From an optimization exercise on the open Yosys and OpenROAD flow, aimed at small area, a short achievable clock period and few clock cycles per item; shortcuts taken in it are not production practice. RTL that was checked went through simulation tests only; none was proved equivalent to the original. No functional check of the RTL was part of run 1.

### flow/constraint.sdc
create_clock -name core_clock -period 40.0 [get_ports {clk}]
set_input_delay 8.0000 -clock core_clock [delete_from_list [all_inputs] [get_ports {clk}]]
set_output_delay 8.0000 -clock core_clock [all_outputs]
set_load 0.01 [all_outputs]
### flow/config.mk
export PLATFORM = sky130hd
export DESIGN_NAME = le_task_unit
export DESIGN_NICKNAME = le_task_unit
export VERILOG_FILES = /design/flow/design.v
export SDC_FILE = /design/flow/constraint.sdc
export NUM_CORES = 4
export LEC_CHECK = 0
export CAP_MARGIN = 20
export CORE_MARGIN = 2
export CORE_UTILIZATION = 25
export PLACE_DENSITY = 0.4
export SLEW_MARGIN = 20
### flow/design.v
module le_task_unit (
    input  wire        clk,
    input  wire        rst,
    input  wire        start,
    input  wire [3:0]  typ,
    input  wire        en,
    input  wire        first,
    input  wire [4:0]  sh_a,
    input  wire [4:0]  sh_b,
    input  wire [4:0]  sh_c,
    input  wire [4:0]  sh_s,
    input  wire [5:0]  exp0,
    input  wire [5:0]  exp1,
    input  wire [23:0] k0,
    input  wire [23:0] k1,
    input  wire [23:0] k2,
    input  wire [23:0] k3,
    input  wire [23:0] k4,
    input  wire [23:0] k5,
    input  wire [23:0] k6,
    input  wire [23:0] k7,
    input  wire [47:0] src_a,
    input  wire [47:0] src_b,
    input  wire [47:0] src_c,
    input  wire [47:0] src_s,
    input  wire [23:0] st_out0,
    input  wire [23:0] st_out1,
    input  wire [31:0] st_w2,
    input  wire [31:0] st_w3,
    input  wire [31:0] st_w4,
    input  wire [31:0] st_w5,
    output reg         done,
    output reg  [23:0] out0,
    output reg  [23:0] out1,
    output reg  [31:0] w2_o,
    output reg  [31:0] w3_o,
    output reg  [31:0] w4_o,
    output reg  [31:0] w5_o,
    output reg         cfg_err,
    output reg         acc_sat,
    output reg         res_sat,
    output reg  [2:0]  sat_cnt
);
    localparam [3:0] T_PID = 4'h1, T_FF = 4'h2, T_BIQUAD = 4'h4, T_LIMIT = 4'h7, T_GEAR = 4'h8;
    function [23:0] sat24;
        input [25:0] v;
        begin
            if (!v[25] && v[24:23] != 2'b00)
                sat24 = 24'h7FFFFF;
            else if (v[25] && (v[24:23] != 2'b11 || v[22:0] == 23'd0))
                sat24 = 24'h800001;
            else
                sat24 = v[23:0];
        end
    endfunction
    function [25:0] sx26;
        input [23:0] v;
        begin
            sx26 = {{2{v[23]}}, v};
        end
    endfunction
    reg        busy;
    reg [2:0]  step;
    reg        ty_pid, ty_ff, ty_bq, ty_lim0, ty_lim1, ty_gear, ty_keep, ty_cfg;
    wire in_pid  = en && typ == T_PID;
    wire in_ff   = en && typ == T_FF;
    wire in_bq   = en && typ == T_BIQUAD;
    wire in_lim0 = en && typ == T_LIMIT && k5[1:0] == 2'd0;
    wire in_lim1 = en && typ == T_LIMIT && k5[1:0] == 2'd1;
    wire in_gear = en && typ == T_GEAR;
    wire in_keep = !(in_pid || in_ff || in_bq || in_lim0 || in_lim1 || in_gear);
    wire s1 = step == 3'd1;
    wire s2 = step == 3'd2;
    wire s3 = step == 3'd3;
    wire s4 = step == 3'd4;
    wire s5 = step == 3'd5;
    wire s6 = step == 3'd6;
    wire s7 = step == 3'd7;
    wire clr_st = first && (ty_pid || ty_bq);
    wire [23:0] x1 = clr_st ? 24'd0 : st_w2[23:0];
    wire [23:0] x2 = clr_st ? 24'd0 : st_w3[23:0];
    wire [23:0] y1 = clr_st ? 24'd0 : st_w4[23:0];
    wire [23:0] y2 = clr_st ? 24'd0 : st_w5[23:0];
    wire [47:0] pid_i = clr_st ? 48'd0 : {st_w3[15:0], st_w2};
    reg  [24:0] kr, xr;         
    reg  [57:0] acc;            
    reg  [23:0] accx;           
    reg         stk;            
    reg  [1:0]  rs;             
    reg  [5:0]  rk;             
    reg         rse;            
    reg  [5:0]  wk;             
    wire [5:0] k_sha  = 6'd16 - {sh_a[4], sh_a};
    wire [5:0] k_shb  = 6'd16 - {sh_b[4], sh_b};
    wire [5:0] k_shs  = 6'd16 - {sh_s[4], sh_s};
    wire [5:0] k_pide = 6'd24 - {sh_a[4], sh_a};
    wire [5:0] k_e0   = 6'd31 - exp0;
    wire [5:0] k_e1   = 6'd31 - exp1;
    reg  [57:0] rsr_v;
    wire [1:0]  rsel   = busy ? rs : 2'd0;
    wire [5:0]  rsr_k  = busy ? rk : k_sha;
    wire        rsr_st = busy && rse && stk;
    always @(*) begin
        case (rsel)
            2'd0: rsr_v = {{10{src_a[47]}}, src_a};
            2'd1: rsr_v = {{10{src_b[47]}}, src_b};
            2'd2: rsr_v = {{10{src_s[47]}}, src_s};
            default: rsr_v = acc;
        endcase
    end
    wire        r_neg = rsr_v[57];
    wire [66:0] r_x0 = {rsr_v, 9'd0};
    wire [66:0] r_y5 = rsr_k[5] ? {{32{r_neg}}, r_x0[66:32]} : r_x0;
    wire [56:0] r_x1 = r_y5[56:0];
    wire        r_o1 = !(&r_y5[66:56] || !(|r_y5[66:56]));
    wire        r_t1 = rsr_k[5] && (|r_x0[31:0]);
    wire [56:0] r_y4 = rsr_k[4] ? {{16{r_neg}}, r_x1[56:16]} : r_x1;
    wire [40:0] r_x2 = r_y4[40:0];
    wire        r_o2 = !(&r_y4[56:40] || !(|r_y4[56:40]));
    wire        r_t2 = rsr_k[4] && (|r_x1[15:0]);
    wire [40:0] r_y3 = rsr_k[3] ? {{8{r_neg}}, r_x2[40:8]} : r_x2;
    wire [32:0] r_x3 = r_y3[32:0];
    wire        r_o3 = !(&r_y3[40:32] || !(|r_y3[40:32]));
    wire        r_t3 = rsr_k[3] && (|r_x2[7:0]);
    wire [32:0] r_y2 = rsr_k[2] ? {{4{r_neg}}, r_x3[32:4]} : r_x3;
    wire [28:0] r_x4 = r_y2[28:0];
    wire        r_o4 = !(&r_y2[32:28] || !(|r_y2[32:28]));
    wire        r_t4 = rsr_k[2] && (|r_x3[3:0]);
    wire [28:0] r_y1 = rsr_k[1] ? {{2{r_neg}}, r_x4[28:2]} : r_x4;
    wire [26:0] r_x5 = r_y1[26:0];
    wire        r_o5 = !(&r_y1[28:26] || !(|r_y1[28:26]));
    wire        r_t5 = rsr_k[1] && (|r_x4[1:0]);
    wire [26:0] r_y0 = rsr_k[0] ? {r_neg, r_x5[26:1]} : r_x5;
    wire [25:0] r_q = r_y0[25:0];
    wire        r_o6 = r_y0[26] != r_y0[25];
    wire        r_t6 = rsr_k[0] && r_x5[0];
    wire        r_ovf0 = r_o1 || r_o2 || r_o3 || r_o4 || r_o5 || r_o6;
    wire        r_c = r_neg && !rsr_st && !(r_t1 || r_t2 || r_t3 || r_t4 || r_t5 || r_t6);
    wire [26:0] r_qq = {r_q[25], r_q} + {26'd0, !r_c};
    wire [25:0] r_r = r_qq[26:1];
    wire        r_big = (!r_r[25] && r_r[24:23] != 2'b00) ||
                        (r_r[25] && (r_r[24:23] != 2'b11 || r_r[22:0] == 23'd0));
    wire        rsr_ovf = r_ovf0 || r_big;
    wire [23:0] rsr_q = rsr_ovf ? (r_neg ? 24'h800001 : 24'h7FFFFF) : r_r[23:0];
    reg  [1:0] n_rs;
    reg  [5:0] n_rk;
    reg        n_rse;
    always @(*) begin
        n_rs  = 2'd3;
        n_rk  = k_e0;
        n_rse = 1'b0;
        if (!busy) begin
            if (in_ff || in_lim1) begin
                n_rs = 2'd1; n_rk = k_shb;
            end else if (in_lim0 || in_gear) begin
                n_rs = 2'd2; n_rk = k_shs;
            end else if (in_pid) begin
                n_rk = k_pide; n_rse = 1'b1;
            end
        end else begin
            if ((ty_ff && s1) || (ty_bq && s4) || (ty_lim1 && s1) || (ty_pid && s1)) begin
                n_rs = 2'd2; n_rk = k_shs;
            end else if (ty_gear && s3) begin
                n_rk = k_sha;
            end else if (ty_pid && s4) begin
                n_rk = k_e1;
            end
        end
    end
    wire        p_neg = (kr[24] ^ xr[24]) && (|kr) && (|xr);     
    wire        c_rnd = exp0[5] && exp0 != 6'h3F;                  
    wire [4:0]  c_pos = 5'd30 - exp0[4:0];                         
    wire [30:0] c_one = 31'd1 << c_pos;
    wire [30:0] c_msk = ~({31{1'b1}} << c_pos);
    wire [30:0] c_pid = !c_rnd ? 31'd0 : p_neg ? c_msk : c_one;
    wire sel_acc = (ty_ff && s2) || (ty_bq && (s2 || s3 || s4 || s5));
    wire sel_hi  = ty_gear && s2;
    wire sel_pid = ty_pid && s3;
    wire [49:0] m_add = sel_acc ? {{2{acc[47]}}, acc[47:0]} :
                        sel_hi  ? {{26{acc[47]}}, acc[47:24]} :
                        sel_pid ? {19'd0, c_pid} : 50'd0;
    wire signed [49:0] m_sum = $signed(kr) * $signed(xr) + $signed(m_add);
    wire        m_hi = !m_sum[49] && (m_sum[48:47] != 2'b00);
    wire        m_lo = m_sum[49] && (m_sum[48:47] != 2'b11 || m_sum[46:0] == 47'd0);
    wire        m_ovf = m_hi || m_lo;
    wire [47:0] m_next = m_hi ? 48'h7FFF_FFFF_FFFF : m_lo ? 48'h8000_0000_0001 : m_sum[47:0];
    wire [57:0] m_acc = {{10{m_next[47]}}, m_next};
    wire        w_neg = acc[47];
    wire [79:0] w_x0 = {acc[47:0], accx, 8'd0};
    wire [79:0] w_x1 = wk[5] ? {{32{w_neg}}, w_x0[79:32]} : w_x0;
    wire [79:0] w_x2 = wk[4] ? {{16{w_neg}}, w_x1[79:16]} : w_x1;
    wire [79:0] w_y3 = wk[3] ? {{8{w_neg}}, w_x2[79:8]} : w_x2;
    wire [72:0] w_x3 = w_y3[72:0];
    wire        w_o3 = !(&w_y3[79:72] || !(|w_y3[79:72]));
    wire [72:0] w_y2 = wk[2] ? {{4{w_neg}}, w_x3[72:4]} : w_x3;
    wire [68:0] w_x4 = w_y2[68:0];
    wire        w_o4 = !(&w_y2[72:68] || !(|w_y2[72:68]));
    wire [68:0] w_y1 = wk[1] ? {{2{w_neg}}, w_x4[68:2]} : w_x4;
    wire [66:0] w_x5 = w_y1[66:0];
    wire        w_o5 = !(&w_y1[68:66] || !(|w_y1[68:66]));
    wire [66:0] w_y0 = wk[0] ? {w_neg, w_x5[66:1]} : w_x5;
    wire [65:0] ws_f = w_y0[65:0];
    wire        w_o6 = w_y0[66] != w_y0[65];
    wire        ws_ovf = w_o3 || w_o4 || w_o5 || w_o6;
    wire [48:0] p_dab = {src_a[47], src_a} - {src_b[47], src_b};
    wire [4:0]  p_csh = sh_c + 5'd16;
    wire signed [78:0] p_y = $signed({{31{src_c[47]}}, src_c}) <<< p_csh;
    wire [70:0] p_y8 = p_y[78:8];
    wire        p_stk = |p_y[7:0];
    wire        p_yov = !(&p_y8[70:59] || !(|p_y8[70:59]));
    wire [59:0] p_yc = p_yov ? (p_y8[70] ? {1'b1, 59'd0} : {1'b0, {59{1'b1}}}) : p_y8[59:0];
    wire [60:0] p_sum = {{4{p_dab[48]}}, p_dab, 8'd0} + {p_yc[59], p_yc};
    wire        p_sov = !(&p_sum[60:57] || !(|p_sum[60:57]));
    wire [57:0] p_x = p_sov ? (p_sum[60] ? {1'b1, 56'd0, 1'b1} : {1'b0, {57{1'b1}}}) : p_sum[57:0];
    wire [49:0] i_ie = ws_ovf ? (w_neg ? {1'b1, 49'd0} : {1'b0, {49{1'b1}}}) :
                       (!(&ws_f[65:49] || !(|ws_f[65:49])) ? (ws_f[65] ? {1'b1, 49'd0} : {1'b0, {49{1'b1}}})
                                                          : ws_f[49:0]);
    wire [47:0] i_lo = {k6, 24'd0};
    wire [47:0] i_hi = {k7, 24'd0};
    wire signed [50:0] i_lom = $signed({{3{i_lo[47]}}, i_lo}) - $signed({{3{pid_i[47]}}, pid_i});
    wire signed [50:0] i_him = $signed({{3{i_hi[47]}}, i_hi}) - $signed({{3{pid_i[47]}}, pid_i});
    wire signed [50:0] i_ies = $signed({i_ie[49], i_ie});
    wire        i_lt = i_ies < i_lom;
    wire        i_gt = i_ies > i_him;
    wire [47:0] i_sum = pid_i + i_ie[47:0];
    wire        lim_bad = $signed(k6) > $signed(k7);
    wire [47:0] i_new = lim_bad ? 48'd0 : i_lt ? i_lo : i_gt ? i_hi : i_sum;
    wire [47:0] ri_i = {w3_o[15:0], w2_o};
    wire [48:0] ri_t = {ri_i[47], ri_i} + 49'h80_0000 - {48'd0, ri_i[47]};
    wire [25:0] ri = {ri_t[48], ri_t[48:24]};
    wire [66:0] g_v = {ws_f[65], ws_f} - {{19{src_b[47]}}, src_b};
    wire [67:0] g_dd = {{2{ws_f[65]}}, ws_f} - {{20{src_b[47]}}, src_b} - {{4{st_w3[31]}}, st_w3, st_w2};
    wire        g_vneg = ws_ovf ? w_neg : g_v[66];
    wire        g_fits = !ws_ovf && (&g_v[66:63] || !(|g_v[66:63]));
    wire [63:0] g_d0 = first ? g_v[63:0] : {st_w3, st_w2};
    wire        g_dbig = !(&g_dd[67:49] || !(|g_dd[67:49]));
    wire [49:0] g_dsat = g_dd[67] ? {1'b1, 49'd0} : {1'b0, {49{1'b1}}};
    wire [49:0] g_vsat = g_vneg ? {1'b1, 49'd0} : {1'b0, {49{1'b1}}};
    wire [49:0] g_diff = first ? (g_fits ? 50'd0 : g_vsat) :
                         ws_ovf ? g_vsat :
                         g_dbig ? g_dsat : g_dd[49:0];
    wire [23:0] lx = out0;                                         
    wire [23:0] lim_c = ($signed(lx) < $signed(k0)) ? k0 : lx;
    wire [23:0] lim_o = ($signed(lim_c) > $signed(k1)) ? k1 : lim_c;
    wire [24:0] lim_r = k2[23] ? -{k2[23], k2} : {k2[23], k2};
    wire [24:0] lim_prev = {st_w2[23], st_w2[23:0]};
    wire signed [25:0] lim_up = $signed({lim_prev[24], lim_prev}) + $signed({lim_r[24], lim_r});
    wire signed [25:0] lim_dn = $signed({lim_prev[24], lim_prev}) - $signed({lim_r[24], lim_r});
    wire signed [25:0] lim_ox = $signed(sx26(lim_o));
    wire signed [25:0] lim_o1 = (lim_ox > lim_up) ? lim_up : lim_ox;
    wire signed [25:0] lim_o2 = (lim_o1 < lim_dn) ? lim_dn : lim_o1;
    wire [23:0] lim_out = (k2 != 24'd0 && !first) ? lim_o2[23:0] : lim_o;
    wire [23:0] lim_abs = lx[23] ? -lx : lx;
    wire [23:0] lim_split0 = ($signed(lim_abs) > $signed(k1)) ? k1 : lim_abs;
    wire [23:0] lim_lead = sat24(lx[23] ? -sx26(k3) : sx26(k3));
    wire [23:0] e_reg = w5_o[23:0];
    wire [23:0] pid_de = sat24(sx26(rsr_q) - sx26(y2));            
    wire [23:0] pid_dd = sat24(sx26(rsr_q) - sx26(y1));            
    wire [23:0] d_new = sat24(sx26(sat24(sx26(y1))) + sx26(rsr_q));
    wire [23:0] pid_o1 = sat24(sx26(rsr_q) + ri);
    wire [23:0] pid_o2 = sat24(sx26(out1) + sx26(w4_o[23:0]));
    wire [23:0] pid_o3 = sat24(sx26(pid_o2) + sx26(out0));
    wire fin = busy && ((ty_keep && s1) || (ty_lim0 && s2) || (ty_ff && s3) || (ty_lim1 && s3) ||
                        (ty_gear && s4) || (ty_bq && s6) || (ty_pid && s7));
    always @(posedge clk) begin
        if (rst) begin
            busy <= 1'b0;
            step <= 3'd0;
            done <= 1'b0;
        end else begin
            done <= fin;
            if (!busy) begin
                busy <= start;
                step <= 3'd1;
            end else begin
                step <= step + 3'd1;
                if (fin) busy <= 1'b0;
            end
        end
    end
    always @(posedge clk) begin
        rs  <= n_rs;
        rk  <= n_rk;
        rse <= n_rse;
        if (!busy) begin
            ty_pid  <= in_pid;
            ty_ff   <= in_ff;
            ty_bq   <= in_bq;
            ty_lim0 <= in_lim0;
            ty_lim1 <= in_lim1;
            ty_gear <= in_gear;
            ty_keep <= in_keep;
            ty_cfg  <= en;
            wk      <= k_e0;
            xr      <= in_gear ? {1'b0, src_a[23:0]} : {rsr_q[23], rsr_q};
            kr      <= {k0[23], k0};
            acc     <= p_x;
            stk     <= p_stk;
            w2_o    <= {8'd0, rsr_q};
            cfg_err <= 1'b0;
            acc_sat <= 1'b0;
            res_sat <= 1'b0;
            sat_cnt <= 3'd0;
        end else begin
            if (ty_ff) begin
                if (s1) begin
                    acc <= m_acc;
                    xr  <= {rsr_q[23], rsr_q};
                    kr  <= {k1[23], k1};
                end
                if (s2) begin
                    acc  <= m_acc;
                    out0 <= rsr_q;
                    if (m_ovf) begin acc_sat <= 1'b1; sat_cnt <= sat_cnt + 3'd1; end
                end
                if (s3) begin
                    out0 <= sat24(sx26(rsr_q) + sx26(out0));
                    if (rsr_ovf) begin res_sat <= 1'b1; sat_cnt <= sat_cnt + 3'd1; end
                end
            end
            if (ty_bq) begin
                if (s1) begin
                    acc <= m_acc;
                    kr  <= {k1[23], k1};
                    xr  <= {x1[23], x1};
                end
                if (s2 || s3 || s4 || s5) begin
                    acc <= m_acc;
                    if (m_ovf) begin acc_sat <= 1'b1; sat_cnt <= sat_cnt + 3'd1; end
                end
                if (s2) begin kr <= {k2[23], k2}; xr <= {x2[23], x2}; end
                if (s3) begin kr <= -{k3[23], k3}; xr <= {y1[23], y1}; end
                if (s4) begin kr <= -{k4[23], k4}; xr <= {y2[23], y2}; end
                if (s5) out0 <= rsr_q;
                if (s6) begin
                    w4_o <= {8'd0, rsr_q};
                    out0 <= sat24(sx26(rsr_q) + sx26(out0));
                    w3_o <= {8'd0, x1};
                    w5_o <= {8'd0, y1};
                    if (rsr_ovf) begin res_sat <= 1'b1; sat_cnt <= sat_cnt + 3'd1; end
                end
            end
            if (ty_lim0) begin
                if (s1) out0 <= sat24(sx26(xr[23:0]) + sx26(rsr_q));
                if (s2) begin
                    out0 <= lim_out;
                    w2_o <= {8'd0, lim_out};
                end
            end
            if (ty_lim1) begin
                if (s1) begin
                    out0 <= xr[23:0];
                    xr   <= {rsr_q[23], rsr_q};
                    kr   <= {k4[23], k4};
                end
                if (s2) begin
                    acc  <= m_acc;
                    out0 <= sat24(sx26(out0) + sx26(rsr_q));
                end
                if (s3) begin
                    out0 <= lim_split0;
                    out1 <= sat24(sx26(lim_lead) + sx26(rsr_q));
                    if (rsr_ovf) begin res_sat <= 1'b1; sat_cnt <= sat_cnt + 3'd1; end
                end
            end
            if (ty_pid) begin
                if (s1) begin
                    w5_o <= {8'd0, rsr_q};
                    xr   <= {pid_de[23], pid_de};
                    kr   <= {k2[23], k2};
                end
                if (s2) begin
                    acc  <= m_acc;
                    kr   <= {k1[23], k1};
                    xr   <= {e_reg[23], e_reg};
                    out0 <= rsr_q;
                end
                if (s3) begin
                    xr   <= {pid_dd[23], pid_dd};
                    kr   <= {k3[23], k3};
                    acc  <= m_acc;
                    accx <= (c_rnd && p_neg) ? 24'hFFFFFF : 24'd0;
                    if (rsr_ovf) begin res_sat <= 1'b1; sat_cnt <= sat_cnt + 3'd1; end
                end
                if (s4) begin
                    w2_o    <= i_new[31:0];
                    w3_o    <= {16'd0, i_new[47:32]};
                    cfg_err <= lim_bad;
                    acc     <= m_acc;
                    kr      <= {k0[23], k0};
                    xr      <= {e_reg[23], e_reg};
                end
                if (s5) begin
                    w4_o <= {8'd0, d_new};
                    acc  <= m_acc;
                    if (rsr_ovf) begin res_sat <= 1'b1; sat_cnt <= sat_cnt + 3'd1; end
                end
                if (s6) begin
                    out1 <= pid_o1;
                    if (rsr_ovf) begin res_sat <= 1'b1; sat_cnt <= sat_cnt + 3'd1; end
                end
                if (s7) out0 <= pid_o3;
            end
            if (ty_gear) begin
                if (s1) begin
                    acc  <= m_acc;
                    xr   <= {src_a[47], src_a[47:24]};
                    out0 <= rsr_q;
                end
                if (s2) begin
                    acc  <= m_acc;
                    accx <= acc[23:0];
                end
                if (s3) begin
                    acc  <= {{8{g_diff[49]}}, g_diff};
                    w2_o <= g_d0[31:0];
                    w3_o <= g_d0[63:32];
                end
                if (s4) out0 <= sat24(sx26(rsr_q) + sx26(out0));
            end
            if (fin) begin
                if (ty_keep) begin
                    out0    <= st_out0;
                    cfg_err <= ty_cfg;
                end
                if (!ty_lim1) out1 <= st_out1;
                if (ty_keep || ty_ff || ty_lim1) w2_o <= st_w2;
                if (ty_keep || ty_ff || ty_lim0 || ty_lim1) w3_o <= st_w3;
                if (ty_keep || ty_ff || ty_lim0 || ty_lim1 || ty_gear) begin
                    w4_o <= st_w4;
                    w5_o <= st_w5;
                end
            end
        end
    end
endmodule
### flow/run.sh
#!/bin/bash
# synth_recipe.tcl (not shown) runs the flow's synth.tcl, then flattens the netlist and writes it again
# the make line also repeats each setting of config.mk as NAME=value (left out here)
make -C /OpenROAD-flow-scripts/flow DESIGN_CONFIG=/design/flow/config.mk WORK_HOME=/design/flow/orfs CLKGATE_MAP_FILE= SYNTH_SCRIPT=/design/flow/synth_recipe.tcl finish
==> flow_metrics.tcl, run 1 <==
set metrics [dict create \
    outcome "finished clean" \
    period_share_pct 58.4 \
    synth_edf_count 183 \
    final_common_cell "nand2_1" \
    setup_viol 0 \
    dp_slack_ns 16.29 \
    wl_per_cell_um 34.3 \
    fillerInstances 49622 \
    synth_cell_type_count 118 \
    avgSynthCellArea_sq_um 7.28 \
    die_w_um 673 \
    cts_resized 0 \
    synth.ff_latch_count 343 \
    coreArea_sq_um 446000 \
    synthFlopType "edfxtp_1" \
    drtAntennaViolNets 0 \
    via_per_inst 5.85 \
    wl_um 746000 \
    clkTransAtPathRegs_ns 0.06 \
    synthAdderAreaFrac_pct 26.2 \
    grt_pass1_vias 118976 \
    cts_buffers 55 \
    hold_buffers 0 \
    cts_tree "built" \
    synth_compound_area_share_pct 27.4 \
    multi_input_area_sq_um 95000 \
    hold_viol 0 \
    drt_iter0_drc 15777 \
    die_area_sq_um 453000 \
    critPathMostFrequentCell "buf_4" \
    layout_min_cycle_time_ns 23.35 \
    post-cts-setup-buffers 0 \
    hp-class "reg2reg" \
    yosys.area_share.simple_pct 20.0 \
    grt_pass1_wl_um 1010000 \
    yosysWarnings 1 \
    worst_pin_slew_ns 1.36 \
    start_util_pct 25.1 \
    die_y_um 673 \
    dpl.hpwl_um 611000 \
    cp_slowest_stage_delay_ns 0.77 \
    cts_root_buf "clkbuf_16" \
    clock_skew_ns 0.126 \
    post_dp_cell_area_sq_um 127000 \
    nets 18188 \
    worst_ep_required_time_ns 40.57 \
    synth_top_family_by_area "compound AO/OA/AOI/OAI gates" \
    gp_congestion 1.04 \
    layout-drive-gt1-share_pct 6.28 \
    cts_sinks 343 \
    syn_area_sq_um 112000 \
    drt_pass1_iterations 7 \
    synthToLayoutAreaGrowth_pct 15.6 \
    drv_cap 0 \
    regArea_sq_um 8720 \
    clock_latency_ns 0.85 \
    worstPathArrival_ns 23.92 \
    drv_slew 0 \
    max_freq_ghz 0.0428 \
    cp_max_fo 62 \
    finalWorstSetupSlack_ns 16.65 \
    remaining_drc_errors 0 \
    final_cell_mix "nand2_1 (1919), a21oi_1 (1420), inv_1 (1368)" \
    final_core_util_pct 29.0 \
    synth-xor-area-share_pct 5.62 \
    portBuffers 761 \
    slew_headroom_pct 8.34 \
    path_class "in2reg" \
    grtUsageTotal_pct 31.6 \
    antenna_found_initial 131 \
    yosysSeqAreaShare_pct 7.77 \
    ys_async_sr_fraction_pct 0 \
    cts_max_level 2 \
    dr_total_vias 127484 \
    fin_area_sq_um 129000 \
    clock_path_buffers 3 \
    crit_slowest_cell "a2111oi_0" \
    netlist_instances 15380 \
    path_delay_family "compound AO/OA/AOI/OAI gates" \
    grt_remaining_overflow 0 \
    row_count 245 \
    muxShareOfSynthArea_pct 5.09 \
    cp-start-kind "input pin" \
    fin_tns_setup_ns 0 \
    boundaryPins 784 \
    grt_max_degree 117 \
    rsz0062_at_grt "no" \
    critPathCaptureType "flip-flop" \
    critPathBufInv 10 \
]
==> metal layers <==
layer | up-vias | routed length (um) | global-route usage [%]
met5 | - | 208 | 0
met3 | 1605 | 72100 | 8.00
met1 | 63230 | 304000 | 40.5
li1 | 55474 | - | -
met2 | 7143 | 314000 | 46.6
met4 | 32 | 56200 | 20.8
==> cells in the mapped netlist, drive strengths merged, types with 43 or more instances <==
cell | n | area (sq um)
buf | 172 | 766
mux2i | 224 | 2360
nor4 | 87 | 566
a211o | 43 | 377
or4 | 43 | 327
o211ai | 161 | 1210
nor3b | 52 | 390
a31oi | 159 | 995
o221ai | 69 | 604
or2 | 47 | 294
o21a | 130 | 976
o22ai | 160 | 1000
a21o | 356 | 2670
mux2 | 116 | 1310
edfxtp | 183 | 5500
or3 | 96 | 601
fa | 803 | 16100
nand3 | 238 | 1200
nor3 | 257 | 1290
inv | 1378 | 5170
clkbuf | 750 | 2820
nand2 | 1932 | 7260
o21ai | 1131 | 5680
a311oi | 77 | 674
xnor2 | 486 | 4260
a22oi | 77 | 583
and2 | 238 | 1490
a21oi | 1430 | 7180
and3 | 81 | 507
ha | 1057 | 13200
a221oi | 152 | 1340
xor2 | 232 | 2030
nand4 | 123 | 769
o21bai | 87 | 653
dfxtp | 160 | 3200
a211oi | 232 | 1750
nand2b | 195 | 1220
nor2b | 175 | 1090
nor2 | 1227 | 4610
o31ai | 79 | 593
mux4 | 90 | 2030
==> tightest hold or removal path, stage by stage (launching register included) <==
cell and delay [ns]:
dfxtp_1 0.32, nor2_1 0.05, nor2_1 0.07
==> flip-flops by register name (all words and copies together) (netlist names), 2 cells and up <==
signal	cells
accx	24
wk	6
rs	2
rk	6
xr	25
w4_o	32
out0	24
out1	24
sat_cnt	3
step	3
w2_o	32
w5_o	32
w3_o	32
acc	58
kr	25
==> cell type report <==
type | instances | share of cell area (%)
flip-flops and latches | 343 | 6.74
clock inverters | 34 | 0.326
inverters | 1382 | 4.01
repair buffers | 1211 | 8.50
well taps | 5928 | 5.73
diodes | 85 | 0.164
clock buffers | 67 | 1.16
multi-input cells | 12734 | 73.4
==> cells by family (layout without fill, tap and decap cells) <==
logic type | after synthesis | after routing
AOI/OAI and AO/OA | 4834 | 4834
xor gates and xnor gates | 718 | 718
adders and majority gates | 1869 | 1869
buffers and inverters | 2304 | 2694
DFF | 343 | 343
muxes | 430 | 430
other | 2 | 88
and+or+nand+nor | 4880 | 4880
==> through the flow <==
stage	std cells	hold slack, ns
floorplan	15381	0.461
global placement	21594	0.453
detailed placement	21594	0.465
CTS	21695	0.476
global route	21723	0.523
finish	21784	0.467
==> path summary, 6_finish.rpt <==
kind         startpoint  endpoint  slack [ns]  cells after the start
max             sh_a[0]   out0[2]       16.65                     50
min             acc_sat   acc_sat        0.47                      2
max reg2reg        busy   out0[2]       23.40                     47
min reg2reg     acc_sat   acc_sat        0.47                      2
==> inputs of run 2 (changes only) <==
--- a/flow/design.v
+++ b/flow/design.v
@@ -88,3 +88,2 @@
     reg         stk;            
-    reg  [1:0]  rs;             
     reg  [5:0]  rk;             
@@ -93,4 +92,2 @@
     wire [5:0] k_sha  = 6'd16 - {sh_a[4], sh_a};
-    wire [5:0] k_shb  = 6'd16 - {sh_b[4], sh_b};
-    wire [5:0] k_shs  = 6'd16 - {sh_s[4], sh_s};
     wire [5:0] k_pide = 6'd24 - {sh_a[4], sh_a};
@@ -98,14 +95,47 @@
     wire [5:0] k_e1   = 6'd31 - exp1;
-    reg  [57:0] rsr_v;
-    wire [1:0]  rsel   = busy ? rs : 2'd0;
-    wire [5:0]  rsr_k  = busy ? rk : k_sha;
-    wire        rsr_st = busy && rse && stk;
+    reg  [1:0]  cs;             
+    reg  [47:0] cv_v;
+    reg  [4:0]  cv_sh;
+    wire [1:0]  csel = busy ? cs : 2'd0;
     always @(*) begin
-        case (rsel)
-            2'd0: rsr_v = {{10{src_a[47]}}, src_a};
-            2'd1: rsr_v = {{10{src_b[47]}}, src_b};
-            2'd2: rsr_v = {{10{src_s[47]}}, src_s};
-            default: rsr_v = acc;
+        case (csel)
+            2'd1:    begin cv_v = src_b; cv_sh = sh_b; end
+            2'd2:    begin cv_v = src_s; cv_sh = sh_s; end
+            default: begin cv_v = src_a; cv_sh = sh_a; end
         endcase
     end
+    wire [4:0]  c_k = {cv_sh[4], ~cv_sh[3:0]};
+    wire        c_neg = cv_v[47];
+    wire [55:0] c_x0 = {cv_v, 8'd0};
+    wire [55:0] c_y4 = c_k[4] ? {{16{c_neg}}, c_x0[55:16]} : c_x0;
+    wire [41:0] c_x1 = c_y4[41:0];
+    wire        c_o1 = !(&c_y4[55:41] || !(|c_y4[55:41]));
+    wire        c_t1 = c_k[4] && (|c_x0[15:0]);
+    wire [41:0] c_y3 = c_k[3] ? {{8{c_neg}}, c_x1[41:8]} : c_x1;
+    wire [33:0] c_x2 = c_y3[33:0];
+    wire        c_o2 = !(&c_y3[41:33] || !(|c_y3[41:33]));
+    wire        c_t2 = c_k[3] && (|c_x1[7:0]);
+    wire [33:0] c_y2 = c_k[2] ? {{4{c_neg}}, c_x2[33:4]} : c_x2;
+    wire [29:0] c_x3 = c_y2[29:0];
+    wire        c_o3 = !(&c_y2[33:29] || !(|c_y2[33:29]));
+    wire        c_t3 = c_k[2] && (|c_x2[3:0]);
+    wire [29:0] c_y1 = c_k[1] ? {{2{c_neg}}, c_x3[29:2]} : c_x3;
+    wire [27:0] c_x4 = c_y1[27:0];
+    wire        c_o4 = !(&c_y1[29:27] || !(|c_y1[29:27]));
+    wire        c_t4 = c_k[1] && (|c_x3[1:0]);
+    wire [27:0] c_y0 = c_k[0] ? {c_neg, c_x4[27:1]} : c_x4;
+    wire [26:0] c_q = c_y0[26:0];                                  
+    wire        c_o5 = c_y0[27] != c_y0[26];
+    wire        c_t5 = c_k[0] && c_x4[0];
+    wire        c_inc = c_q[0] && !(c_neg && !(c_t1 || c_t2 || c_t3 || c_t4 || c_t5));
+    wire [25:0] c_m  = c_q[26:1];
+    wire [25:0] c_m1 = c_m + 26'd1;
+    wire        c_b0 = (!c_m[25] && c_m[24:23] != 2'b00) || (c_m[25] && (c_m[24:23] != 2'b11 || c_m[22:0] == 23'd0));
+    wire        c_b1 = (!c_m[25] && (c_m[24:23] != 2'b00 || c_m[22:0] == {23{1'b1}})) ||
+                       (c_m[25] && c_m[24:23] != 2'b11);
+    wire        c_ovf = c_o1 || c_o2 || c_o3 || c_o4 || c_o5 || (c_inc ? c_b1 : c_b0);
+    wire [23:0] cv_q = c_ovf ? (c_neg ? 24'h800001 : 24'h7FFFFF) : c_inc ? c_m1[23:0] : c_m[23:0];
+    wire [57:0] rsr_v  = acc;
+    wire [5:0]  rsr_k  = rk;
+    wire        rsr_st = rse && stk;
     wire        r_neg = rsr_v[57];
@@ -136,11 +166,11 @@
     wire        r_t6 = rsr_k[0] && r_x5[0];
-    wire        r_ovf0 = r_o1 || r_o2 || r_o3 || r_o4 || r_o5 || r_o6;
-    wire        r_c = r_neg && !rsr_st && !(r_t1 || r_t2 || r_t3 || r_t4 || r_t5 || r_t6);
-    wire [26:0] r_qq = {r_q[25], r_q} + {26'd0, !r_c};
-    wire [25:0] r_r = r_qq[26:1];
-    wire        r_big = (!r_r[25] && r_r[24:23] != 2'b00) ||
-                        (r_r[25] && (r_r[24:23] != 2'b11 || r_r[22:0] == 23'd0));
-    wire        rsr_ovf = r_ovf0 || r_big;
-    wire [23:0] rsr_q = rsr_ovf ? (r_neg ? 24'h800001 : 24'h7FFFFF) : r_r[23:0];
-    reg  [1:0] n_rs;
+    wire        r_inc = r_q[0] && !(r_neg && !rsr_st && !(r_t1 || r_t2 || r_t3 || r_t4 || r_t5 || r_t6));
+    wire [24:0] r_m  = r_q[25:1];
+    wire [24:0] r_m1 = r_m + 25'd1;
+    wire        r_b0 = (!r_m[24] && r_m[23] != 1'b0) || (r_m[24] && (r_m[23] != 1'b1 || r_m[22:0] == 23'd0));
+    wire        r_b1 = (!r_m[24] && (r_m[23] != 1'b0 || r_m[22:0] == {23{1'b1}})) ||
+                       (r_m[24] && r_m[23] != 1'b1);
+    wire        rsr_ovf = r_o1 || r_o2 || r_o3 || r_o4 || r_o5 || r_o6 || (r_inc ? r_b1 : r_b0);
+    wire [23:0] rsr_q = rsr_ovf ? (r_neg ? 24'h800001 : 24'h7FFFFF) : r_inc ? r_m1[23:0] : r_m[23:0];
+    reg  [1:0] n_cs;
     reg  [5:0] n_rk;
@@ -148,3 +178,3 @@
     always @(*) begin
-        n_rs  = 2'd3;
+        n_cs  = 2'd2;
         n_rk  = k_e0;
@@ -152,17 +182,7 @@
         if (!busy) begin
-            if (in_ff || in_lim1) begin
-                n_rs = 2'd1; n_rk = k_shb;
-            end else if (in_lim0 || in_gear) begin
-                n_rs = 2'd2; n_rk = k_shs;
-            end else if (in_pid) begin
-                n_rk = k_pide; n_rse = 1'b1;
-            end
+            if (in_ff || in_lim1) n_cs = 2'd1;
+            if (in_pid) begin n_rk = k_pide; n_rse = 1'b1; end
         end else begin
-            if ((ty_ff && s1) || (ty_bq && s4) || (ty_lim1 && s1) || (ty_pid && s1)) begin
-                n_rs = 2'd2; n_rk = k_shs;
-            end else if (ty_gear && s3) begin
-                n_rk = k_sha;
-            end else if (ty_pid && s4) begin
-                n_rk = k_e1;
-            end
+            if (ty_gear && s3) n_rk = k_sha;
+            if (ty_pid && s4)  n_rk = k_e1;
         end
@@ -181,3 +201,25 @@
                         sel_pid ? {19'd0, c_pid} : 50'd0;
-    wire signed [49:0] m_sum = $signed(kr) * $signed(xr) + $signed(m_add);
+    wire [26:0] mb_x = {xr[24], xr, 1'b0};
+    wire [26:0] ma_2 = {kr[24], kr, 1'b0};
+    wire [26:0] ma_1 = {{2{kr[24]}}, kr};
+    wire [49:0] mrow [0:12];
+    wire [12:0] mneg;
+    genvar gi;
+    generate
+        for (gi = 0; gi < 13; gi = gi + 1) begin : g_booth
+            wire bb0 = mb_x[2*gi], bb1 = mb_x[2*gi+1], bb2 = mb_x[2*gi+2];
+            wire one = bb0 ^ bb1;
+            wire two = (bb2 & ~bb1 & ~bb0) | (~bb2 & bb1 & bb0);
+            wire ng  = bb2 & ~(bb1 & bb0);
+            wire [26:0] pm = (({27{one}} & ma_1) | ({27{two}} & ma_2)) ^ {27{ng}};
+            assign mrow[gi] = {23'd0, ~pm[26], pm[25:0]} << (2*gi);
+            assign mneg[gi] = ng;
+        end
+    endgenerate
+    localparam [49:0] MK_C = 50'h2AAAAAC000000;        
+    wire [49:0] mnrow = {25'd0, mneg[12], 1'b0, mneg[11], 1'b0, mneg[10], 1'b0, mneg[9], 1'b0, mneg[8], 1'b0,
+                         mneg[7], 1'b0, mneg[6], 1'b0, mneg[5], 1'b0, mneg[4], 1'b0, mneg[3], 1'b0, mneg[2], 1'b0,
+                         mneg[1], 1'b0, mneg[0]};
+    wire [49:0] m_sum = mrow[0] + mrow[1] + mrow[2] + mrow[3] + mrow[4] + mrow[5] + mrow[6] + mrow[7] +
+                        mrow[8] + mrow[9] + mrow[10] + mrow[11] + mrow[12] + mnrow + m_add + MK_C;
     wire        m_hi = !m_sum[49] && (m_sum[48:47] != 2'b00);
@@ -219,10 +261,7 @@
     wire [47:0] i_hi = {k7, 24'd0};
-    wire signed [50:0] i_lom = $signed({{3{i_lo[47]}}, i_lo}) - $signed({{3{pid_i[47]}}, pid_i});
-    wire signed [50:0] i_him = $signed({{3{i_hi[47]}}, i_hi}) - $signed({{3{pid_i[47]}}, pid_i});
-    wire signed [50:0] i_ies = $signed({i_ie[49], i_ie});
-    wire        i_lt = i_ies < i_lom;
-    wire        i_gt = i_ies > i_him;
-    wire [47:0] i_sum = pid_i + i_ie[47:0];
+    wire signed [50:0] i_sum = $signed({{3{pid_i[47]}}, pid_i}) + $signed({i_ie[49], i_ie});
     wire        lim_bad = $signed(k6) > $signed(k7);
-    wire [47:0] i_new = lim_bad ? 48'd0 : i_lt ? i_lo : i_gt ? i_hi : i_sum;
+    wire [47:0] i_new = lim_bad ? 48'd0 :
+                        (i_sum < $signed({{3{i_lo[47]}}, i_lo})) ? i_lo :
+                        (i_sum > $signed({{3{i_hi[47]}}, i_hi})) ? i_hi : i_sum[47:0];
     wire [47:0] ri_i = {w3_o[15:0], w2_o};
@@ -241,16 +280,19 @@
                          g_dbig ? g_dsat : g_dd[49:0];
-    wire [23:0] lx = out0;                                         
-    wire [23:0] lim_c = ($signed(lx) < $signed(k0)) ? k0 : lx;
-    wire [23:0] lim_o = ($signed(lim_c) > $signed(k1)) ? k1 : lim_c;
+    wire [23:0] lx = sat24(sx26(xr[23:0]) + sx26(out0));         
     wire [24:0] lim_r = k2[23] ? -{k2[23], k2} : {k2[23], k2};
-    wire [24:0] lim_prev = {st_w2[23], st_w2[23:0]};
-    wire signed [25:0] lim_up = $signed({lim_prev[24], lim_prev}) + $signed({lim_r[24], lim_r});
-    wire signed [25:0] lim_dn = $signed({lim_prev[24], lim_prev}) - $signed({lim_r[24], lim_r});
-    wire signed [25:0] lim_ox = $signed(sx26(lim_o));
-    wire signed [25:0] lim_o1 = (lim_ox > lim_up) ? lim_up : lim_ox;
-    wire signed [25:0] lim_o2 = (lim_o1 < lim_dn) ? lim_dn : lim_o1;
-    wire [23:0] lim_out = (k2 != 24'd0 && !first) ? lim_o2[23:0] : lim_o;
-    wire [23:0] lim_abs = lx[23] ? -lx : lx;
+    wire signed [25:0] lim_prev = {{2{st_w2[23]}}, st_w2[23:0]};
+    wire signed [25:0] lim_up = lim_prev + $signed({lim_r[24], lim_r});
+    wire signed [25:0] lim_dn = lim_prev - $signed({lim_r[24], lim_r});
+    wire        lim_rate = k2 != 24'd0 && !first;
+    wire signed [25:0] lim_k0 = $signed(sx26(k0));
+    wire signed [25:0] lim_k1 = $signed(sx26(k1));
+    wire signed [25:0] lim_l0 = !lim_rate ? lim_k0 : (lim_k0 < lim_dn) ? lim_dn : (lim_k0 > lim_up) ? lim_up : lim_k0;
+    wire signed [25:0] lim_h  = !lim_rate ? lim_k1 : (lim_k1 < lim_dn) ? lim_dn : (lim_k1 > lim_up) ? lim_up : lim_k1;
+    wire signed [25:0] lim_l  = ($signed(k0) > $signed(k1)) ? lim_h : lim_l0;
+    wire signed [25:0] lim_x  = $signed(sx26(lx));
+    wire [23:0] lim_out = (lim_x < lim_l) ? lim_l[23:0] : (lim_x > lim_h) ? lim_h[23:0] : lx;
+    wire [23:0] l1x = sat24(sx26(out0) + sx26(out1));              
+    wire [23:0] lim_abs = l1x[23] ? -l1x : l1x;
     wire [23:0] lim_split0 = ($signed(lim_abs) > $signed(k1)) ? k1 : lim_abs;
-    wire [23:0] lim_lead = sat24(lx[23] ? -sx26(k3) : sx26(k3));
+    wire [23:0] lim_lead = sat24(l1x[23] ? -sx26(k3) : sx26(k3));
     wire [23:0] e_reg = w5_o[23:0];
@@ -259,7 +301,13 @@
     wire [23:0] d_new = sat24(sx26(sat24(sx26(y1))) + sx26(rsr_q));
-    wire [23:0] pid_o1 = sat24(sx26(rsr_q) + ri);
-    wire [23:0] pid_o2 = sat24(sx26(out1) + sx26(w4_o[23:0]));
-    wire [23:0] pid_o3 = sat24(sx26(pid_o2) + sx26(out0));
+    wire [23:0] po_d = w4_o[23:0];
+    wire [23:0] po_s = out0;
+    wire [26:0] po_c = {ri[25], ri} + {{3{po_d[23]}}, po_d} + {{3{po_s[23]}}, po_s};
+    wire [25:0] po_l1 = po_d[23] ? 26'h3800001 : sx26(po_d) - 26'h07FFFFF;
+    wire [25:0] po_h1 = po_d[23] ? sx26(po_d) + 26'h07FFFFF : 26'h07FFFFF;
+    wire [23:0] po_l = sat24(po_l1 + sx26(po_s));
+    wire [23:0] po_h = sat24(po_h1 + sx26(po_s));
+    wire signed [27:0] po_t = $signed({{4{rsr_q[23]}}, rsr_q}) + $signed({po_c[26], po_c});
+    wire [23:0] pid_o3 = (po_t < $signed(po_l)) ? po_l : (po_t > $signed(po_h)) ? po_h : po_t[23:0];
     wire fin = busy && ((ty_keep && s1) || (ty_lim0 && s2) || (ty_ff && s3) || (ty_lim1 && s3) ||
-                        (ty_gear && s4) || (ty_bq && s6) || (ty_pid && s7));
+                        (ty_gear && s4) || (ty_bq && s6) || (ty_pid && s6));
     always @(posedge clk) begin
@@ -281,3 +329,3 @@
     always @(posedge clk) begin
-        rs  <= n_rs;
+        cs  <= n_cs;
         rk  <= n_rk;
@@ -294,3 +342,3 @@
             wk      <= k_e0;
-            xr      <= in_gear ? {1'b0, src_a[23:0]} : {rsr_q[23], rsr_q};
+            xr      <= in_gear ? {1'b0, src_a[23:0]} : {cv_q[23], cv_q};
             kr      <= {k0[23], k0};
@@ -298,3 +346,3 @@
             stk     <= p_stk;
-            w2_o    <= {8'd0, rsr_q};
+            w2_o    <= {8'd0, cv_q};
             cfg_err <= 1'b0;
@@ -307,3 +355,3 @@
                     acc <= m_acc;
-                    xr  <= {rsr_q[23], rsr_q};
+                    xr  <= {cv_q[23], cv_q};
                     kr  <= {k1[23], k1};
@@ -312,3 +360,3 @@
                     acc  <= m_acc;
-                    out0 <= rsr_q;
+                    out0 <= cv_q;
                     if (m_ovf) begin acc_sat <= 1'b1; sat_cnt <= sat_cnt + 3'd1; end
@@ -333,3 +381,3 @@
                 if (s4) begin kr <= -{k4[23], k4}; xr <= {y2[23], y2}; end
-                if (s5) out0 <= rsr_q;
+                if (s5) out0 <= cv_q;
                 if (s6) begin
@@ -343,3 +391,3 @@
             if (ty_lim0) begin
-                if (s1) out0 <= sat24(sx26(xr[23:0]) + sx26(rsr_q));
+                if (s1) out0 <= cv_q;
                 if (s2) begin
@@ -352,3 +400,3 @@
                     out0 <= xr[23:0];
-                    xr   <= {rsr_q[23], rsr_q};
+                    xr   <= {cv_q[23], cv_q};
                     kr   <= {k4[23], k4};
@@ -357,3 +405,3 @@
                     acc  <= m_acc;
-                    out0 <= sat24(sx26(out0) + sx26(rsr_q));
+                    out1 <= cv_q;
                 end
@@ -375,3 +423,3 @@
                     xr   <= {e_reg[23], e_reg};
-                    out0 <= rsr_q;
+                    out0 <= cv_q;
                 end
@@ -398,6 +446,5 @@
                 if (s6) begin
-                    out1 <= pid_o1;
+                    out0 <= pid_o3;
                     if (rsr_ovf) begin res_sat <= 1'b1; sat_cnt <= sat_cnt + 3'd1; end
                 end
-                if (s7) out0 <= pid_o3;
             end
@@ -407,3 +454,3 @@
                     xr   <= {src_a[47], src_a[47:24]};
-                    out0 <= rsr_q;
+                    out0 <= cv_q;
                 end
--- a/flow/config.mk
+++ b/flow/config.mk
@@ -7,6 +7,6 @@
 export LEC_CHECK = 0
-export CAP_MARGIN = 20
+export CAP_MARGIN = 40
 export CORE_MARGIN = 2
-export CORE_UTILIZATION = 25
-export PLACE_DENSITY = 0.4
-export SLEW_MARGIN = 20
+export CORE_UTILIZATION = 40
+export PLACE_DENSITY = 0.55
+export SLEW_MARGIN = 40
==> run 2 against run 1 <==
Net effect: clock skew down 0.081 ns; synthesized area up 5.1%; non-clock buffer count up 51; die area down 34%; synthesized cell count up 6.1%; global-route usage up 15 points; sequential cell count unchanged; routed wire length down 1.7%; largest cell class unchanged; highest routed layer unchanged.
==> flow_metrics.tcl, run 2 <==
set metrics [dict create \
    synth.ff_latch_count 343 \
    clkTransAtPathRegs_ns 0.06 \
    layout-drive-gt1-share_pct 7.79 \
    die_w_um 546 \
    synthMostInstantiatedCell "nand2_1" \
    netlist_instances 16318 \
    avgSynthCellArea_sq_um 7.21 \
    wl_per_cell_um 35.6 \
    worstPathArrival_ns 21.18 \
    grt_pass1_wl_um 1000000 \
    nets 18762 \
    post_dp_cell_area_sq_um 131000 \
    setup_viol 0 \
    drv_slew 0 \
    start_util_pct 40.1 \
    final_common_cell "nand2_1" \
    boundaryPins 784 \
    worst_ep_required_time_ns 40.51 \
    cts_max_level 2 \
    use_met3_pct 16.8 \
    yosysTopAreaCell "ha_1" \
    grt_pass1_vias 126696 \
    max_freq_ghz 0.0484 \
    cts_buffers 53 \
    yosysSeqAreaShare_pct 7.39 \
    synth_top_cell_area_share_pct 12.4 \
    syn_area_sq_um 118000 \
    slew_headroom_pct 27.3 \
    ys_async_sr_fraction_pct 0 \
    cts_root_buf "clkbuf_16" \
    cp_slowest_stage_delay_ns 0.89 \
    final_core_util_pct 45.2 \
    row_count 199 \
    synthFlopType "edfxtp_1" \
    coreArea_sq_um 293000 \
    cp_max_fo 14 \
    period_share_pct 51.7 \
    hp-class "reg2reg" \
    die_y_um 546 \
    post-cts-setup-buffers 0 \
    wl_um 734000 \
    grt_max_degree 124 \
    remaining_drc_errors 0 \
    fin_area_sq_um 133000 \
    die_area_sq_um 299000 \
    synthToLayoutAreaGrowth_pct 12.7 \
    use_met2_pct 64.8 \
    hold_viol 0 \
    outcome "finished clean" \
    portBuffers 761 \
    yosys-top-cells-count "nand2_1 (1528), a21oi_1 (1408), nor2_1 (1338)" \
    rsz0062_at_grt "no" \
    antenna_found_initial 104 \
    fin_tns_setup_ns 0 \
    drt_pass1_iterations 8 \
    layout_min_cycle_time_ns 20.68 \
    grt_remaining_overflow 0 \
    critPathCaptureType "flip-flop" \
    met1_usage_pct 58.0 \
    cts_sinks 343 \
    worst_pin_slew_ns 1.08 \
    cts_tree "built" \
    clock_latency_ns 0.80 \
    final_cell_mix "nand2_1 (1515), a21oi_1 (1397), nor2_1 (1310)" \
    synth_area_leaders "ha_1 (12%), fa_1 (7.5%), a21oi_1 (6.0%)" \
    grtUsageTotal_pct 46.7 \
    dr_total_vias 140259 \
    yosysWarnings 1 \
    gp_congestion 1.11 \
    path_class "in2reg" \
    hold_buffers 0 \
    fillerInstances 30895 \
    cts_resized 0 \
    via_per_inst 6.81 \
    drtAntennaViolNets 0 \
    clock_skew_ns 0.0449 \
    drv_cap 0 \
    dpl.hpwl_um 588000 \
    synth_edf_count 183 \
    globalRoute.busiestLayer "met2" \
    drt_iter0_drc 19900 \
    clock_path_buffers 3 \
    synth_cell_type_count 128 \
    crit_slowest_cell "a222oi_1" \
    cp-start-kind "input pin" \
    critPathMostFrequentCell "a21oi_1" \
    largest_register_ff_count 58 \
    largest_register "acc" \
]
[run 2: cell count changes in the layout (fill, tap and decap cells not counted), moves of 110 or more]
| cell | change |
|---|---|
| a21o_1 | +110 |
| mux2i_1 | +110 |
| xor2_1 | +147 |
| inv_1 | -254 |
| fa_1 | -364 |
| nand2_1 | -404 |
| a22oi_1 | +286 |
[run 2: final cells by class]
cell class	count	area [sq um]	share of cell area (%)
inverter	1134	4260	3.21
clock inverter	39	374	0.282
timing repair buffer	1262	11400	8.58
multi-input combinational	13764	101000	76.5
sequential	343	8710	6.57
clock buffer	59	1350	1.02
antenna	76	190	0.143
tap	3919	4900	3.70
[run 2: kinds of logic (layout without fill, tap and decap cells)]
| kind of cell | after synthesis | in the layout | synth area share (%) |
|---|---|---|---|
| xor gates and xnor gates | 959 | 959 | 7.14 |
| and+or+nand+nor | 4869 | 4869 | 19.5 |
| buffers and inverters | 2213 | 2494 | 7.29 |
| adders and majority gates | 1610 | 1610 | 19.9 |
| AOI/OAI and AO/OA | 5723 | 5723 | 32.1 |
| DFF | 343 | 343 | 7.39 |
| other | 2 | 80 | 0.00638 |
| muxes | 599 | 599 | 6.66 |
[run 2: worst max-delay path, delay by kind of cell]
family / cells / cell delay [ns]
compound gates: 19 / 5.48
xor+xnor: 1 / 0.20
fa+ha+maj: 3 / 1.20
buf+inv: 2 / 0.96
mux: 2 / 1.08
simple gates: 11 / 4.19
[run 2: per-layer routing]
metal | part of all wire (%) | up-vias
li1 | - | 60620
met1 | 38 | 67080
met2 | 39 | 10120
met5 | 0.12 | -
met4 | 9.5 | 52
met3 | 13 | 2387
[run 2: metrics by stage]
| step | std cells | hold WS (ns) | setup WS [ns] |
|---|---|---|---|
| after global placement | 20401 | 0.439 | 18.51 |
| final | 20596 | 0.442 | 19.32 |
| after detailed placement | 20416 | 0.437 | 18.79 |
| after floorplan | 16320 | 0.461 | 22.42 |
| after CTS | 20514 | 0.446 | 19.60 |
| after global routing | 20542 | 0.466 | 19.03 |
[run 2: path summary, 6_finish.rpt]
path	startpoint	cells past startpoint	slack [ns]	end
max	k2[7]	38	19.32	out0[13]
min	acc_sat	2	0.44	acc_sat
max reg2reg	wk[4]	42	24.46	w2_o[16]
min reg2reg	acc_sat	2	0.44	acc_sat
Testbench counts of run 2, summed over its fixed seeds: cycles 37,065, items 6,400.
==> inputs of run 3 (changes only) <==
--- a/flow/design.v
+++ b/flow/design.v
@@ -78,3 +78,3 @@
     wire s7 = step == 3'd7;
-    wire clr_st = first && (ty_pid || ty_bq);
+    reg  f_first, clr_st;       
     wire [23:0] x1 = clr_st ? 24'd0 : st_w2[23:0];
@@ -190,4 +190,4 @@
     wire        p_neg = (kr[24] ^ xr[24]) && (|kr) && (|xr);     
-    wire        c_rnd = exp0[5] && exp0 != 6'h3F;                  
-    wire [4:0]  c_pos = 5'd30 - exp0[4:0];                         
+    wire        c_rnd = wk[5] && wk != 6'd32;                      
+    wire [4:0]  c_pos = wk[4:0] - 5'd1;                            
     wire [30:0] c_one = 31'd1 << c_pos;
@@ -273,3 +273,3 @@
     wire        g_fits = !ws_ovf && (&g_v[66:63] || !(|g_v[66:63]));
-    wire [63:0] g_d0 = first ? g_v[63:0] : {st_w3, st_w2};
+    wire [63:0] g_d0 = f_first ? g_v[63:0] : {st_w3, st_w2};
     wire        g_dbig = !(&g_dd[67:49] || !(|g_dd[67:49]));
@@ -277,3 +277,3 @@
     wire [49:0] g_vsat = g_vneg ? {1'b1, 49'd0} : {1'b0, {49{1'b1}}};
-    wire [49:0] g_diff = first ? (g_fits ? 50'd0 : g_vsat) :
+    wire [49:0] g_diff = f_first ? (g_fits ? 50'd0 : g_vsat) :
                          ws_ovf ? g_vsat :
@@ -281,7 +281,8 @@
     wire [23:0] lx = sat24(sx26(xr[23:0]) + sx26(out0));         
-    wire [24:0] lim_r = k2[23] ? -{k2[23], k2} : {k2[23], k2};
     wire signed [25:0] lim_prev = {{2{st_w2[23]}}, st_w2[23:0]};
-    wire signed [25:0] lim_up = lim_prev + $signed({lim_r[24], lim_r});
-    wire signed [25:0] lim_dn = lim_prev - $signed({lim_r[24], lim_r});
-    wire        lim_rate = k2 != 24'd0 && !first;
+    wire signed [25:0] lim_pa = lim_prev + $signed(sx26(k2));
+    wire signed [25:0] lim_pb = lim_prev - $signed(sx26(k2));
+    wire signed [25:0] lim_up = k2[23] ? lim_pb : lim_pa;
+    wire signed [25:0] lim_dn = k2[23] ? lim_pa : lim_pb;
+    wire        lim_rate = k2 != 24'd0 && !f_first;
     wire signed [25:0] lim_k0 = $signed(sx26(k0));
@@ -289,6 +290,7 @@
     wire signed [25:0] lim_l0 = !lim_rate ? lim_k0 : (lim_k0 < lim_dn) ? lim_dn : (lim_k0 > lim_up) ? lim_up : lim_k0;
-    wire signed [25:0] lim_h  = !lim_rate ? lim_k1 : (lim_k1 < lim_dn) ? lim_dn : (lim_k1 > lim_up) ? lim_up : lim_k1;
-    wire signed [25:0] lim_l  = ($signed(k0) > $signed(k1)) ? lim_h : lim_l0;
-    wire signed [25:0] lim_x  = $signed(sx26(lx));
-    wire [23:0] lim_out = (lim_x < lim_l) ? lim_l[23:0] : (lim_x > lim_h) ? lim_h[23:0] : lx;
+    wire signed [25:0] lim_h0 = !lim_rate ? lim_k1 : (lim_k1 < lim_dn) ? lim_dn : (lim_k1 > lim_up) ? lim_up : lim_k1;
+    wire signed [25:0] lim_l1 = ($signed(k0) > $signed(k1)) ? lim_h0 : lim_l0;
+    wire signed [23:0] lim_l  = acc[47:24];
+    wire signed [23:0] lim_h  = acc[23:0];
+    wire [23:0] lim_out = ($signed(lx) < lim_l) ? lim_l : ($signed(lx) > lim_h) ? lim_h : lx;
     wire [23:0] l1x = sat24(sx26(out0) + sx26(out1));              
@@ -296,3 +298,4 @@
     wire [23:0] lim_split0 = ($signed(lim_abs) > $signed(k1)) ? k1 : lim_abs;
-    wire [23:0] lim_lead = sat24(l1x[23] ? -sx26(k3) : sx26(k3));
+    wire [23:0] lim_k3 = (k3 == 24'h800000) ? 24'h800001 : k3;    
+    wire [23:0] lim_out1 = sat24(l1x[23] ? sx26(rsr_q) - sx26(lim_k3) : sx26(rsr_q) + sx26(lim_k3));
     wire [23:0] e_reg = w5_o[23:0];
@@ -301,13 +304,7 @@
     wire [23:0] d_new = sat24(sx26(sat24(sx26(y1))) + sx26(rsr_q));
-    wire [23:0] po_d = w4_o[23:0];
-    wire [23:0] po_s = out0;
-    wire [26:0] po_c = {ri[25], ri} + {{3{po_d[23]}}, po_d} + {{3{po_s[23]}}, po_s};
-    wire [25:0] po_l1 = po_d[23] ? 26'h3800001 : sx26(po_d) - 26'h07FFFFF;
-    wire [25:0] po_h1 = po_d[23] ? sx26(po_d) + 26'h07FFFFF : 26'h07FFFFF;
-    wire [23:0] po_l = sat24(po_l1 + sx26(po_s));
-    wire [23:0] po_h = sat24(po_h1 + sx26(po_s));
-    wire signed [27:0] po_t = $signed({{4{rsr_q[23]}}, rsr_q}) + $signed({po_c[26], po_c});
-    wire [23:0] pid_o3 = (po_t < $signed(po_l)) ? po_l : (po_t > $signed(po_h)) ? po_h : po_t[23:0];
+    wire [23:0] pid_o1 = sat24(sx26(rsr_q) + ri);
+    wire [23:0] pid_o2 = sat24(sx26(out1) + sx26(w4_o[23:0]));
+    wire [23:0] pid_o3 = sat24(sx26(pid_o2) + sx26(out0));
     wire fin = busy && ((ty_keep && s1) || (ty_lim0 && s2) || (ty_ff && s3) || (ty_lim1 && s3) ||
-                        (ty_gear && s4) || (ty_bq && s6) || (ty_pid && s6));
+                        (ty_gear && s4) || (ty_bq && s6) || (ty_pid && s7));
     always @(posedge clk) begin
@@ -342,2 +339,4 @@
             wk      <= k_e0;
+            f_first <= first;
+            clr_st  <= first && (in_pid || in_bq);
             xr      <= in_gear ? {1'b0, src_a[23:0]} : {cv_q[23], cv_q};
@@ -391,3 +390,6 @@
             if (ty_lim0) begin
-                if (s1) out0 <= cv_q;
+                if (s1) begin
+                    out0 <= cv_q;
+                    acc  <= {10'd0, lim_l1[23:0], lim_h0[23:0]};
+                end
                 if (s2) begin
@@ -409,3 +411,3 @@
                     out0 <= lim_split0;
-                    out1 <= sat24(sx26(lim_lead) + sx26(rsr_q));
+                    out1 <= lim_out1;
                     if (rsr_ovf) begin res_sat <= 1'b1; sat_cnt <= sat_cnt + 3'd1; end
@@ -446,5 +448,6 @@
                 if (s6) begin
-                    out0 <= pid_o3;
+                    out1 <= pid_o1;
                     if (rsr_ovf) begin res_sat <= 1'b1; sat_cnt <= sat_cnt + 3'd1; end
                 end
+                if (s7) out0 <= pid_o3;
             end
==> run 3 against run 2 <==
Net effect: first-iteration DRC count grew 3.4%; synthesized cell count is 5.2% lower; sequential cell count grew 2; setup slack better by 1.1 ns; hold slack gained 0.015 ns; routed wire length about the same; non-clock buffer count increased by 41; die area down 5.6%; sequential share of layout area up 0.37 points; via count down 3.4%; final area decreased by 4.8%; highest routed layer unchanged.
==> flow_metrics.tcl, run 3 <==
set metrics [dict create \
    outcome "finished clean" \
    dpl.hpwl_um 585000 \
    cts_resized 0 \
    largest_register_ff_count 58 \
    start_util_pct 40.2 \
    grt_pass1_wl_um 989000 \
    path_delay_family "compound AO/OA/AOI/OAI gates" \
    cts_max_level 2 \
    grt_max_degree 87 \
    slew_headroom_pct 27.9 \
    setup_viol 0 \
    netlist_instances 15463 \
    final_common_cell "nand2_1" \
    clock_skew_ns 0.147 \
    clock_path_buffers 3 \
    layoutNonFillerInstCount 19646 \
    worst_pin_slew_ns 1.08 \
    syn_area_sq_um 111000 \
    yosysWarnings 1 \
    worst_ep_required_time_ns 40.60 \
    clkTransAtPathRegs_ns 0.09 \
    die_area_sq_um 282000 \
    grtUsageTotal_pct 49.7 \
    synthToLayoutAreaGrowth_pct 13.7 \
    hold_buffers 0 \
    synth_top_cell_area_share_pct 12.3 \
    drv_slew 0 \
    clock_latency_ns 0.82 \
    boundaryPins 784 \
    drv_cap 0 \
    gp_congestion 1.12 \
    layout_min_cycle_time_ns 19.62 \
    cts_sinks 345 \
    row_count 193 \
    ys_async_sr_fraction_pct 0 \
    portBuffers 761 \
    remaining_drc_errors 0 \
    dp_cells 19432 \
    dr_total_vias 135560 \
    hold_viol 0 \
    hp-class "reg2reg" \
    die_w_um 531 \
    drtAntennaViolNets 0 \
    cts_buffers 51 \
    cts_root_buf "clkbuf_16" \
    largest_register "acc" \
    layout-drive-gt1-share_pct 7.60 \
    fin_tns_setup_ns 0 \
    avgSynthCellArea_sq_um 7.18 \
    yosys-top-cells-count "a21oi_1 (1422), nand2_1 (1422), nor2_1 (1292)" \
    critPathCaptureType "flip-flop" \
    coreArea_sq_um 276000 \
    nets 17872 \
    cp_slowest_stage_delay_ns 0.98 \
    synth_area_leaders "ha_1 (12%), fa_1 (7.1%), a21oi_1 (6.4%)" \
    grt_remaining_overflow 0 \
    final_cell_mix "nand2_1 (1413), a21oi_1 (1408), nor2_1 (1273)" \
    yosysTopAreaCell "ha_1" \
    wl_per_cell_um 37.3 \
    drt_iter0_drc 20586 \
    synth.ff_latch_count 345 \
    rsz0062_at_grt "no" \
    path_class "in2reg" \
    period_share_pct 49.0 \
    synthFlopType "edfxtp_1" \
    critPathMostFrequentCell "o21ai_0" \
    worstPathArrival_ns 20.22 \
    synth_cell_type_count 113 \
    yosysSeqAreaShare_pct 7.88 \
    via_per_inst 6.90 \
    synth_edf_count 185 \
    grt_pass1_vias 120778 \
    wl_um 733000 \
    max_freq_ghz 0.0510 \
    post-cts-setup-buffers 0 \
    die_y_um 531 \
    cp-start-kind "input pin" \
    crit_slowest_cell "clkdlybuf4s50_1" \
    drt_pass1_iterations 10 \
    antenna_found_initial 118 \
    critPathBufInv 5 \
    cts_tree "built" \
    cp_max_fo 30 \
]
==> run 3: area by class of cell <==
cell class / count / area, sq um
Fill cell: 29223 / 150000
Multi-Input combinational cell: 13024 / 95200
Timing Repair Buffer: 1303 / 11700
Sequential cell: 345 / 8770
Tap cell: 3705 / 4640
Inverter: 1060 / 3980
Clock buffer: 64 / 1410
Clock inverter: 31 / 323
Antenna cell: 114 / 285
==> run 3: cell families after synthesis <==
logic type               after synthesis  synth area share [%]
AO/OA/AOI/OAI                       5436                  31.7
AND/OR/NAND/NOR                     4544                  19.2
buffers and inverters               2094                  7.22
adder cells (fa/ha/maj)             1495                  19.5
XOR/XNOR                             974                  7.70
multiplexers                         574                  6.88
flip-flops                           345                  7.88
other                                  1               0.00338
==> run 3: worst paths after layout <==
kind	from	endpoint	slack, ns	cells after the start
setup / recovery	st_w2[0]	w2_o[26]	20.38	40
setup reg to reg	wk[4]	w2_o[26]	24.01	54
hold reg to reg	res_sat	res_sat	0.46	2
hold / removal	res_sat	res_sat	0.46	2
==> run 3: worst reg2reg max path: cells and delay by family, from the launching register on <==
kind / cells / cell delay [ns]
and+or+nand+nor: 15 / 3.45
AOI/OAI and AO/OA: 23 / 7.11
adders and majority gates: 3 / 1.00
muxes: 4 / 1.15
xor gates and xnor gates: 1 / 0.18
DFF: 1 / 0.32
buffers and inverters: 8 / 2.61
==> run 3: per-stage QoR <==
stage               util, %  worst slack, ns  area, sq um  hold slack (ns)
floorplan                 -            25.08       111000            0.461
global placement       44.7            20.57       124000            0.438
detailed placement     44.9            20.65       124000            0.445
CTS                    45.5            21.33       126000            0.457
global route           45.6            20.19       126000            0.503
finish                 45.7            20.38       126000            0.456
==> run 3: layer usage <==
layer | global-route usage [%] | share of wire [%]
met5 | 0.923 | 0.093
met3 | 18.7 | 13
met1 | 60.4 | 37
met4 | 39.7 | 9.7
met2 | 69.8 | 40
Testbench counts of run 3, summed over its fixed seeds: cycles 39,136, items 6,400.

-- re-timing with driven ports --
The flow's constraints put no driver on any port. The routed layouts listed below were extracted and timed again, unchanged, in two steps. Step 1 assumes that a clkbuf_16 drives the clock port and a buf_2 every other input. Step 2 times the ports against the registers' clock, not the clock port: input delays grow and output delays shrink by t, the midpoint of the rising clock arrivals with the driver on. Slacks: ideal ports / drivers / drivers and shift; pairs: ideal ports / drivers.
run | t, ns | slack for setup (ns) | worst setup path at the end
run 1 | 0.920 | 16.649 / 16.750 / 15.830 | input to register
run 2 | 0.897 | 19.324 / 19.418 / 18.520 | input to register
run 3 | 0.852 | 20.382 / 20.328 / 19.476 | input to register
After both steps setup and hold are still met in every run listed. For run 3, which loses most, drivers alone change the setup slack by -0.054 ns; drivers and shift together by -0.906 ns.
